This design comes from an exercise in tuning for small area, a short achievable clock period and few clock cycles per item on the open sky130 flow, not from production work. At most, simulation tests tie the RTL to the original design; equivalence was not proved.

==> job 2622 <==
==> flow/design.v (excerpt) <==
module dmc_line_decoder (
    input  wire         clk,
    input  wire         rst,           
    input  wire         in_valid,
    output wire         in_ready,
    input  wire [639:0] in_line,       
    output reg          out_valid,
    output reg  [511:0] out_data,      
    output reg  [127:0] out_check,     
    output reg  [1:0]   out_class,     
    output reg  [4:0]   out_dev        
);
==> flow/config.mk <==
export PLATFORM = sky130hd
export DESIGN_NAME = dmc_line_decoder
export DESIGN_NICKNAME = dmc_line_decoder
export VERILOG_FILES = /design/flow/design.v
export SDC_FILE = /design/flow/constraint.sdc
export NUM_CORES = 4
export LEC_CHECK = 0
export CAP_MARGIN = 20
export CORE_MARGIN = 2
export CORE_UTILIZATION = 40
export SLEW_MARGIN = 20
==> flow/constraint.sdc <==
create_clock -name core_clock -period 32.0 [get_ports {clk}]
set_input_delay 6.4000 -clock core_clock [delete_from_list [all_inputs] [get_ports {clk}]]
set_output_delay 6.4000 -clock core_clock [all_outputs]
set_load 0.01 [all_outputs]
standard.sh (not shown) runs the stock make flow with config.mk's settings and CLKGATE_MAP_FILE= SYNTH_SCRIPT=/design/flow/synth_recipe.tcl, a recipe that flattens the netlist after the stock synthesis.
==> flow/flow/run.sh <==
#!/bin/bash
# Layout flow. Synthesis: SYNTH=own runs the standard flow's synthesis script with an
# area-oriented ABC mapping (flow/synth.tcl, flow/abc.script); SYNTH=standard
# runs the standard synthesis unchanged. Layout: the standard layout, with the
# port buffers made from PORT_BUF cells and timing repair asked to leave
# setup slack of SETUP_MARGIN ns at the design's clock period, so that it
# sizes and buffers the logic for a shorter achieved period. After each try,
# flow/check.tcl counts max-slew and max-capacitance violations on the final
# layout; if there are any, global and detailed routing run again with
# larger repair margins. flow/params.sh may change these settings.
# Each step writes its output to a log of its own.
set -uo pipefail
SYNTH=standard
SETUP_MARGIN=24
SLEWCAP=40
PORT_BUF=sky130_fd_sc_hd__buf_1
EXTRA=()
if [[ -f flow/params.sh ]]; then source flow/params.sh; fi
export RESULTS=$PWD/orfs/results/sky130hd/dmc_line_decoder/base
if [[ $SYNTH == own ]]; then
  export FLOW_ABC_SCRIPT=$PWD/flow/abc.script
  export FLOW_ABC_D_PS=6000
  bash standard.sh SYNTH_SCRIPT=$PWD/flow/synth.tcl synth > synth.log 2>&1 || exit 1
else
  bash standard.sh synth > synth.log 2>&1 || exit 1
fi
try=0
for sc in $SLEWCAP 60 80; do
  try=$((try + 1))
  if (( try > 1 )); then
    bash standard.sh clean_route clean_finish > clean_$try.log 2>&1
  fi
  bash standard.sh "BUFFER_PORTS_ARGS=-buffer_cell $PORT_BUF" \
      SETUP_SLACK_MARGIN=$SETUP_MARGIN SLEW_MARGIN=$sc CAP_MARGIN=$sc \
      "${EXTRA[@]}" finish > layout_$try.log 2>&1 || continue
  openroad -no_init -exit flow/check.tcl > check_$try.log 2>&1
  if grep -q "^CHECK slew 0 cap 0 " check_$try.log; then break; fi
done
==> flow/flow/check.tcl <==
# Counts max-slew and max-capacitance violations and prints the worst setup
# slack of ORFS's final layout, with its own extracted parasitics.
read_db $::env(RESULTS)/6_final.odb
read_liberty $::env(FLOW_HOME)/platforms/sky130hd/lib/sky130_fd_sc_hd__tt_025C_1v80.lib
read_sdc $::env(RESULTS)/6_final.sdc
read_spef $::env(RESULTS)/6_final.spef
set_propagated_clock [all_clocks]
puts "CHECK slew [sta::max_slew_violation_count] cap [sta::max_capacitance_violation_count] setup_ws [worst_slack -max]"
==> flow/flow/params.sh <==
SYNTH=standard
EXTRA=(CORE_UTILIZATION=50 "CTS_BUF_LIST=sky130_fd_sc_hd__clkbuf_8" REMOVE_ABC_BUFFERS=1)
==> inputs of job 2565, as changes to job 2622 <==
==> flow/flow/params.sh (replaced) <==
SYNTH=standard
SETUP_MARGIN=24.4
EXTRA=(CORE_UTILIZATION=50 "CTS_BUF_LIST=sky130_fd_sc_hd__clkbuf_8" REMOVE_ABC_BUFFERS=1)
==> qor summary <==
Area used by multi-input combinational logic: job 2622 0.0722 mm^2; job 2565 0.0776 mm^2
Routed length on met2: job 2622 206,000 um; job 2565 211,000 um
Met1 global-route usage: job 2622 62.0%; job 2565 62.0%
Cell depth of the worst setup path: job 2622 10; job 2565 1
Largest net degree at the start of global routing: job 2622 104; job 2565 76
Reg-to-Reg End: job 2622 out_data[8]; job 2565 out_data[267]
Length of routed wiring on met1: job 2622 188,000 um; job 2565 186,000 um
Footprint of the flip-flops and latches: job 2622 0.0284 mm^2; job 2565 0.0290 mm^2
Maximum clock rate: job 2622 123 MHz; job 2565 125 MHz
Antenna violations before repair: job 2622 35; job 2565 38
Status: job 2622 timing/DRC/antenna clean; job 2565 timing/DRC/antenna clean
Via-per-instance ratio: job 2622 5.93; job 2565 5.98
Area overhead of the layout relative to synthesis: job 2622 18.6%; job 2565 30.0%
First-pass GRT wire length: job 2622 654,000 um; job 2565 666,000 um
Number of vias in the routed layout: job 2622 84,640; job 2565 86,125
Layout cell share with drive strength beyond 1: job 2622 13.3%; job 2565 27.7%
Length of the first detailed-routing pass in iterations: job 2622 10; job 2565 6
Fin area: job 2622 0.117 mm^2; job 2565 0.128 mm^2
Required time at the worst-slack endpoint: job 2622 32,890 ps; job 2565 25,600 ps
Number of global-route vias before repair: job 2622 80,336; job 2565 82,384
Share of cell area taken by flip-flops and latches: job 2622 24.3%; job 2565 22.7%
Critical path endpoint: job 2622 rem[85]; job 2565 out_data[509]
Largest clock skew in the final design: job 2622 86.1 ps; job 2565 79.9 ps
Testbench counts of job 2622, summed over its fixed seeds: cycles 16,016, items 16,000.
Testbench counts of job 2565, summed over its fixed seeds: cycles 16,016, items 16,000.

========
==> inputs of job 387 <==
dmc_line_decoder, a different RTL version from the one above (not shown whole).
==> module dmc_line_decoder, before the edit <==
module dmc_line_decoder (
    input  wire         clk,
    input  wire         rst,           
    input  wire         in_valid,
    output wire         in_ready,
    input  wire [639:0] in_line,       
    output reg          out_valid,
    output reg  [511:0] out_data,      
    output reg  [127:0] out_check,     
    output reg  [1:0]   out_class,     
    output reg  [4:0]   out_dev        
);
    assign in_ready = 1'b1;
    reg         line_valid;
    reg [639:0] line;
    always @(posedge clk) begin
        if (rst) line_valid <= 1'b0;
        else     line_valid <= in_valid;
        line <= in_line;
    end
    wire [127:0] rem;
    wire [3:0]   cw_zero, cw_single, cw_poison;
    wire [79:0]  cw_loc;
    wire [31:0]  cw_err;
    genvar w;
    generate
        for (w = 0; w < 4; w = w + 1) begin : g_cw
            rs_encoder u_rem (.cw(line[160*w +: 160]), .rem(rem[32*w +: 32]));
            rs_cw_check u_check (
                .rem    (rem[32*w +: 32]),
                .zero   (cw_zero[w]),
                .single (cw_single[w]),
                .loc    (cw_loc[20*w +: 20]),
                .err    (cw_err[8*w +: 8]),
                .poison (cw_poison[w])
            );
        end
    endgenerate
    wire [19:0] loc = cw_loc[0 +: 20] | cw_loc[20 +: 20] | cw_loc[40 +: 20] | cw_loc[60 +: 20];
    reg  two;
    integer i, j;
    always @* begin
        two = 1'b0;
        for (i = 0; i < 20; i = i + 1)
            for (j = i + 1; j < 20; j = j + 1)
                two = two | (loc[i] & loc[j]);
    end
    wire clean     = &cw_zero;
    wire all_ok    = &(cw_zero | cw_single);
    wire corrected = !clean && all_ok && !two;
    wire poisoned  = &cw_poison;
    wire bad       = !clean && !corrected;              
    wire [1:0] cls = {bad, !clean && (corrected || !poisoned)};
    reg [4:0] dev;
    integer k;
    always @* begin
        dev = 5'd0;
        for (k = 0; k < 20; k = k + 1)
            if (loc[k]) dev = dev | (5'd19 - k[4:0]);
    end
    reg [511:0] data;
    integer cw, d;
    always @* begin
        for (cw = 0; cw < 4; cw = cw + 1)
            for (d = 0; d < 16; d = d + 1)
                data[8*(16*cw+d) +: 8] = line[8*(20*cw+d) +: 8] ^
                    ((corrected && loc[19-d]) ? cw_err[8*cw +: 8] : 8'h00);
    end
    wire use_rem = bad || (corrected && |loc[3:0]);
    reg [127:0] check;
    integer m;
    always @* begin
        for (cw = 0; cw < 4; cw = cw + 1)
            for (m = 0; m < 4; m = m + 1)
                check[8*(4*cw+m) +: 8] = line[8*(20*cw+16+m) +: 8] ^
                    (use_rem ? rem[8*(4*cw+3-m) +: 8] : 8'h00) ^
                    ((bad && (m == 0 || m == 2)) ? 8'hff : 8'h00);
    end
    always @(posedge clk) begin
        if (rst) out_valid <= 1'b0;
        else     out_valid <= line_valid;
        out_data  <= data;
        out_check <= check;
        out_class <= cls;
        out_dev   <= corrected ? dev : 5'd0;
    end
endmodule
export LEC_CHECK = 0
export CAP_MARGIN = 20
export CORE_MARGIN = 2
export CORE_UTILIZATION = 40
export SLEW_MARGIN = 20
create_clock -name core_clock -period 32.0 [get_ports {clk}]
run.sh (not shown) runs the stock make flow with config.mk's settings and CLKGATE_MAP_FILE= SYNTH_SCRIPT=/design/flow/synth_recipe.tcl, a recipe that flattens the netlist after the stock synthesis.
Stock flow here: none of the scripts above is used.
==> job 9099 (differences from job 387) <==
--- a/flow/design.v
+++ b/flow/design.v
@@ -1609,19 +1609,25 @@
 );
     assign in_ready = 1'b1;
+    wire [127:0] in_rem;
+    genvar w;
+    generate
+        for (w = 0; w < 4; w = w + 1) begin : g_rem
+            rs_encoder u_rem (.cw(in_line[160*w +: 160]), .rem(in_rem[32*w +: 32]));
+        end
+    endgenerate
     reg         line_valid;
     reg [639:0] line;
+    reg [127:0] rem;
     always @(posedge clk) begin
         if (rst) line_valid <= 1'b0;
         else     line_valid <= in_valid;
         line <= in_line;
+        rem  <= in_rem;
     end
-    wire [127:0] rem;
     wire [3:0]   cw_zero, cw_single, cw_poison;
     wire [79:0]  cw_loc;
     wire [31:0]  cw_err;
-    genvar w;
     generate
         for (w = 0; w < 4; w = w + 1) begin : g_cw
-            rs_encoder u_rem (.cw(line[160*w +: 160]), .rem(rem[32*w +: 32]));
             rs_cw_check u_check (
                 .rem    (rem[32*w +: 32]),
@@ -1634,16 +1640,17 @@
         end
     endgenerate
-    wire [19:0] loc = cw_loc[0 +: 20] | cw_loc[20 +: 20] | cw_loc[40 +: 20] | cw_loc[60 +: 20];
-    reg  two;
+    reg same;
     integer i, j;
     always @* begin
-        two = 1'b0;
-        for (i = 0; i < 20; i = i + 1)
-            for (j = i + 1; j < 20; j = j + 1)
-                two = two | (loc[i] & loc[j]);
+        same = 1'b1;
+        for (i = 0; i < 4; i = i + 1)
+            for (j = i + 1; j < 4; j = j + 1)
+                same = same & (cw_zero[i] | cw_zero[j] |
+                               |(cw_loc[20*i +: 20] & cw_loc[20*j +: 20]));
     end
+    wire [19:0] loc = cw_loc[0 +: 20] | cw_loc[20 +: 20] | cw_loc[40 +: 20] | cw_loc[60 +: 20];
     wire clean     = &cw_zero;
     wire all_ok    = &(cw_zero | cw_single);
-    wire corrected = !clean && all_ok && !two;
+    wire corrected = !clean && all_ok && same;
     wire poisoned  = &cw_poison;
     wire bad       = !clean && !corrected;              
==> flow/flow/run.sh (new file) <==
#!/bin/bash
# Layout flow: the standard flow's synthesis with an area-oriented ABC mapping script
# (flow/synth.tcl, flow/abc.script), then the standard layout with the port
# buffers made from PORT_BUF cells and timing repair asked to leave setup
# slack of SETUP_MARGIN ns at the design's clock period, so that it sizes and
# buffers the logic for a shorter achieved period. flow/params.sh may change
# these settings. Each step writes its output to a log of its own.
set -uo pipefail
SETUP_MARGIN=24
SLEWCAP=40
PORT_BUF=sky130_fd_sc_hd__buf_2
EXTRA=()
if [[ -f flow/params.sh ]]; then source flow/params.sh; fi
export FLOW_ABC_SCRIPT=$PWD/flow/abc.script
export FLOW_ABC_D_PS=6000
bash standard.sh SYNTH_SCRIPT=$PWD/flow/synth.tcl synth > synth.log 2>&1 || exit 1
bash standard.sh "BUFFER_PORTS_ARGS=-buffer_cell $PORT_BUF" \
    SETUP_SLACK_MARGIN=$SETUP_MARGIN SLEW_MARGIN=$SLEWCAP CAP_MARGIN=$SLEWCAP \
    "${EXTRA[@]}" finish > layout.log 2>&1
==> flow/flow/abc.script (new file) <==
&get -n
&st
&dch
&nf -R 1000
&put
topo
stime -c
==> flow/flow/params.sh (new file) <==
EXTRA=(CORE_UTILIZATION=65)
==> flow/flow/synth.tcl (new file) <==
# The standard flow's synthesis script (synth_recipe.tcl), with ABC's technology mapping
# run from abc.script beside this file, at a delay target of ABC_D_PS.
# Everything else, registers included, is as in the standard synthesis.
proc synth {args} { yosys synth -nofsm -noshare {*}$args }
proc abc {args} {
  set i [lsearch -exact $args -script]
  if { $i >= 0 } { lset args [expr {$i + 1}] $::env(FLOW_ABC_SCRIPT) }
  set j [lsearch -exact $args -D]
  if { $j >= 0 } { lset args [expr {$j + 1}] $::env(FLOW_ABC_D_PS) }
  yosys abc {*}$args
}
source $::env(SCRIPTS_DIR)/synth.tcl
# left out here: clear keep_hierarchy, flatten, clean up, hide names made inside functions, write 1_2_yosys.v
==> flow/standard.sh (new file) <==
#!/bin/bash
# synth_recipe.tcl (not shown) runs the flow's synth.tcl, then flattens the netlist and writes it again
# the make line also repeats each setting of config.mk as NAME=value (left out here)
make -C /OpenROAD-flow-scripts/flow DESIGN_CONFIG=/design/flow/config.mk WORK_HOME=/design/flow/orfs CLKGATE_MAP_FILE= SYNTH_SCRIPT=/design/flow/synth_recipe.tcl "${@:-finish}"
removed: flow/run.sh
==> job 6641 (differences from job 387) <==
--- a/flow/design.v
+++ b/flow/design.v
@@ -1609,19 +1609,25 @@
 );
     assign in_ready = 1'b1;
+    wire [127:0] in_rem;
+    genvar w;
+    generate
+        for (w = 0; w < 4; w = w + 1) begin : g_rem
+            rs_encoder u_rem (.cw(in_line[160*w +: 160]), .rem(in_rem[32*w +: 32]));
+        end
+    endgenerate
     reg         line_valid;
     reg [639:0] line;
+    reg [127:0] rem;
     always @(posedge clk) begin
         if (rst) line_valid <= 1'b0;
         else     line_valid <= in_valid;
         line <= in_line;
+        rem  <= in_rem;
     end
-    wire [127:0] rem;
     wire [3:0]   cw_zero, cw_single, cw_poison;
     wire [79:0]  cw_loc;
     wire [31:0]  cw_err;
-    genvar w;
     generate
         for (w = 0; w < 4; w = w + 1) begin : g_cw
-            rs_encoder u_rem (.cw(line[160*w +: 160]), .rem(rem[32*w +: 32]));
             rs_cw_check u_check (
                 .rem    (rem[32*w +: 32]),
@@ -1634,16 +1640,17 @@
         end
     endgenerate
-    wire [19:0] loc = cw_loc[0 +: 20] | cw_loc[20 +: 20] | cw_loc[40 +: 20] | cw_loc[60 +: 20];
-    reg  two;
+    reg same;
     integer i, j;
     always @* begin
-        two = 1'b0;
-        for (i = 0; i < 20; i = i + 1)
-            for (j = i + 1; j < 20; j = j + 1)
-                two = two | (loc[i] & loc[j]);
+        same = 1'b1;
+        for (i = 0; i < 4; i = i + 1)
+            for (j = i + 1; j < 4; j = j + 1)
+                same = same & (cw_zero[i] | cw_zero[j] |
+                               |(cw_loc[20*i +: 20] & cw_loc[20*j +: 20]));
     end
+    wire [19:0] loc = cw_loc[0 +: 20] | cw_loc[20 +: 20] | cw_loc[40 +: 20] | cw_loc[60 +: 20];
     wire clean     = &cw_zero;
     wire all_ok    = &(cw_zero | cw_single);
-    wire corrected = !clean && all_ok && !two;
+    wire corrected = !clean && all_ok && same;
     wire poisoned  = &cw_poison;
     wire bad       = !clean && !corrected;              
==> flow/flow/run.sh (new file) <==
#!/bin/bash
# Layout flow: the standard flow's synthesis with an area-oriented ABC mapping script
# (flow/synth.tcl, flow/abc.script), then the standard layout with the port
# buffers made from buf_2 cells and timing repair asked to leave setup slack
# of SETUP_MARGIN ns at the design's clock period, so that it sizes and
# buffers the logic for a shorter achieved period. Each step logs on its own.
set -uo pipefail
SETUP_MARGIN=${SETUP_MARGIN:-24}
export FLOW_ABC_SCRIPT=$PWD/flow/abc.script
export FLOW_ABC_D_PS=${FLOW_ABC_D_PS:-6000}
bash standard.sh SYNTH_SCRIPT=$PWD/flow/synth.tcl synth > synth.log 2>&1 || exit 1
bash standard.sh "BUFFER_PORTS_ARGS=-buffer_cell sky130_fd_sc_hd__buf_2" \
    SETUP_SLACK_MARGIN=$SETUP_MARGIN SLEW_MARGIN=20 CAP_MARGIN=20 finish > layout.log 2>&1
==> flow/flow/abc.script (new file) <==
&get -n
&st
&dch
&nf -R 1000
&put
topo
stime -c
==> flow/flow/synth.tcl (new file) <==
# The standard flow's synthesis script (synth_recipe.tcl), with ABC's technology mapping
# run from abc.script beside this file, at a delay target of ABC_D_PS.
# Everything else, registers included, is as in the standard synthesis.
proc synth {args} { yosys synth -nofsm -noshare {*}$args }
proc abc {args} {
  set i [lsearch -exact $args -script]
  if { $i >= 0 } { lset args [expr {$i + 1}] $::env(FLOW_ABC_SCRIPT) }
  set j [lsearch -exact $args -D]
  if { $j >= 0 } { lset args [expr {$j + 1}] $::env(FLOW_ABC_D_PS) }
  yosys abc {*}$args
}
source $::env(SCRIPTS_DIR)/synth.tcl
# left out here: clear keep_hierarchy, flatten, clean up, hide names made inside functions, write 1_2_yosys.v
==> flow/standard.sh (new file) <==
#!/bin/bash
# synth_recipe.tcl (not shown) runs the flow's synth.tcl, then flattens the netlist and writes it again
# the make line also repeats each setting of config.mk as NAME=value (left out here)
make -C /OpenROAD-flow-scripts/flow DESIGN_CONFIG=/design/flow/config.mk WORK_HOME=/design/flow/orfs CLKGATE_MAP_FILE= SYNTH_SCRIPT=/design/flow/synth_recipe.tcl "${@:-finish}"
removed: flow/run.sh
==> job 2782 (differences from job 387) <==
--- a/flow/design.v
+++ b/flow/design.v
@@ -1635,12 +1635,43 @@
     endgenerate
     wire [19:0] loc = cw_loc[0 +: 20] | cw_loc[20 +: 20] | cw_loc[40 +: 20] | cw_loc[60 +: 20];
-    reg  two;
-    integer i, j;
-    always @* begin
-        two = 1'b0;
-        for (i = 0; i < 20; i = i + 1)
-            for (j = i + 1; j < 20; j = j + 1)
-                two = two | (loc[i] & loc[j]);
-    end
+    wire any0 = loc[0] | loc[1];
+    wire two0 = (loc[0] & loc[1]);
+    wire any1 = loc[2] | loc[3];
+    wire two1 = (loc[2] & loc[3]);
+    wire any2 = loc[4] | loc[5];
+    wire two2 = (loc[4] & loc[5]);
+    wire any3 = loc[6] | loc[7];
+    wire two3 = (loc[6] & loc[7]);
+    wire any4 = loc[8] | loc[9];
+    wire two4 = (loc[8] & loc[9]);
+    wire any5 = loc[10] | loc[11];
+    wire two5 = (loc[10] & loc[11]);
+    wire any6 = loc[12] | loc[13];
+    wire two6 = (loc[12] & loc[13]);
+    wire any7 = loc[14] | loc[15];
+    wire two7 = (loc[14] & loc[15]);
+    wire any8 = loc[16] | loc[17];
+    wire two8 = (loc[16] & loc[17]);
+    wire any9 = loc[18] | loc[19];
+    wire two9 = (loc[18] & loc[19]);
+    wire any10 = any0 | any1;
+    wire two10 = (any0 & any1) | two0 | two1;
+    wire any11 = any2 | any3;
+    wire two11 = (any2 & any3) | two2 | two3;
+    wire any12 = any4 | any5;
+    wire two12 = (any4 & any5) | two4 | two5;
+    wire any13 = any6 | any7;
+    wire two13 = (any6 & any7) | two6 | two7;
+    wire any14 = any8 | any9;
+    wire two14 = (any8 & any9) | two8 | two9;
+    wire any15 = any10 | any11;
+    wire two15 = (any10 & any11) | two10 | two11;
+    wire any16 = any12 | any13;
+    wire two16 = (any12 & any13) | two12 | two13;
+    wire any17 = any15 | any16;
+    wire two17 = (any15 & any16) | two15 | two16;
+    wire any18 = any17 | any14;
+    wire two18 = (any17 & any14) | two17 | two14;
+    wire two = two18;
     wire clean     = &cw_zero;
     wire all_ok    = &(cw_zero | cw_single);
==> flow/flow/run.sh (new file) <==
#!/bin/bash
# Layout flow: the standard synthesis and layout, with the port buffers made
# from buf_2 cells and timing repair asked to leave setup slack of
# SETUP_MARGIN ns at the design's clock period (so it sizes and buffers the
# logic for a shorter achieved period). Each step's output goes to its own log.
set -uo pipefail
SETUP_MARGIN=${SETUP_MARGIN:-24}
bash standard.sh synth > synth.log 2>&1 || exit 1
bash standard.sh "BUFFER_PORTS_ARGS=-buffer_cell sky130_fd_sc_hd__buf_2" \
    SETUP_SLACK_MARGIN=$SETUP_MARGIN finish > layout.log 2>&1
==> flow/standard.sh (new file) <==
#!/bin/bash
# synth_recipe.tcl (not shown) runs the flow's synth.tcl, then flattens the netlist and writes it again
# the make line also repeats each setting of config.mk as NAME=value (left out here)
make -C /OpenROAD-flow-scripts/flow DESIGN_CONFIG=/design/flow/config.mk WORK_HOME=/design/flow/orfs CLKGATE_MAP_FILE= SYNTH_SCRIPT=/design/flow/synth_recipe.tcl "${@:-finish}"
removed: flow/run.sh
==> impl_metrics.toml <==
[outcome]
status = "complete, no violations"

[critical_path]
critical_path_class = "register to register"

[logic_synthesis]
yosysTopAreaCell = "xnor2_1"
ys_ff_latch = 1417
yosys.area_share.simple = 0.0774

[global_route]
use_met1 = 0.692

[route]
dr.pass1.iters = 22

[timing]
timing.fmax_mhz = 119

[final_layout]
bufAreaShareNonClock = 0.0726
final_cell_area_um2 = 113000
n_antenna_cell = 88
multi_input_area_um2 = 68500
That was job 9099.
==> impl_metrics.toml <==
[timing]
maxSlewViolCount = 67
timing.fmax_mhz = 118

[cts]
post_cts.resized_instances = 1982
clk_pin_slew_worst_paths_ps = 60

[final_layout]
multi_input_area_um2 = 89100
n_antenna_cell = 15

[route]
routed_wl_um = 615000
wl_met3_um = 73400
dr.pass1.iters = 6

[run]
cap_viol_max_count = 1

[critical_path]
critical_path_class = "register to register"

[outcome]
check.faults = "max-capacitance violations, max-slew violations"
status = "complete, but fails checks"

[logic_synthesis]
avgSynthCellArea_um2 = 10.9
yosys.area_share.simple = 0.0865
yosysTopAreaCell = "xnor2_1"
ys_ff_latch = 1289

[floorplan]
die_h_um = 514

[global_route]
use_met1 = 0.567

[worst_hold_path]
worstHoldPathType = "register to register"
That was job 2782.
==> impl_metrics.toml <==
[run]
cap_viol_max_count = 0

[final_layout]
multi_input_area_um2 = 69300
n_antenna_cell = 31
final_cell_area_um2 = 116000

[logic_synthesis]
ys_ff_latch = 1417
yosysTopAreaCell = "xnor2_1"

[critical_path]
path_depth = 8
critical_path_class = "input pin to register"

[global_route]
use_met1 = 0.559

[timing]
timing.fmax_mhz = 121

[outcome]
status = "complete, no violations"

[route]
dr.pass1.iters = 8
That was job 6641.
==> impl_metrics.toml <==
[outcome]
status = "complete, no violations"

[timing]
timing.fmax_mhz = 71.8

[logic_synthesis]
ys_ff_latch = 1289
yosys.area_share.simple = 0.0833
yosysTopAreaCell = "dfxtp_1"

[critical_path]
critical_path_class = "register to register"

[route]
dr.pass1.iters = 5

[final_layout]
n_antenna_cell = 27
bufAreaShareNonClock = 0.122
final_cell_area_um2 = 126000
That was job 387.
Testbench counts of job 9099, summed over its fixed seeds: cycles 16,016, items 16,000.
Testbench counts of job 6641, summed over its fixed seeds: cycles 16,016, items 16,000.
Only the layout flow was run in job 387 and job 2782; the RTL was not checked for function there.

## what the ideal ports hide
In the flow no input, the clock included, has a driving cell. The finished layouts below were timed again as built, in two steps. Step 1 (the two cells are an assumption about what drives the block):
set clk [get_ports {clk}]
set_driving_cell -lib_cell sky130_fd_sc_hd__clkbuf_16 $clk
set_driving_cell -lib_cell sky130_fd_sc_hd__buf_2 [delete_from_list [all_inputs] $clk]
Step 2 also shifts input and output timing later by t, the mid clock arrival at the registers, as if the neighbouring blocks saw the same clock. Three values: ideal, step 1, step 2; two values: the first two.
run	t, ns	slack for setup (ns)	hold slack, ns	clock arrival spread, ns	worst register clock-pin slew, ns
job 2622	1.138	23.872 / 23.902 / 22.765	0.379 / 0.379 / 0.379	0.095 / 0.095	0.09 / 0.09
job 2565	1.127	24.017 / 23.917 / 23.225	0.364 / 0.364 / 0.364	0.086 / 0.087	0.10 / 0.10
job 387	0.951	18.073 / 18.073 / 18.073	0.453 / 0.453 / 0.453	0.075 / 0.075	0.08 / 0.08
job 9099	0.942	23.630 / 23.630 / 22.853	0.409 / 0.409 / 0.409	0.044 / 0.044	0.09 / 0.09
job 6641	0.938	23.750 / 23.795 / 22.878	0.393 / 0.393 / 0.393	0.095 / 0.094	0.08 / 0.08
job 2782	0.928	23.561 / 23.561 / 23.561	0.450 / 0.450 / 0.450	0.088 / 0.089	0.08 / 0.08
The setup slack of job 2622, which loses most, moves by +0.030 ns with the drivers and by -1.107 ns with both steps.
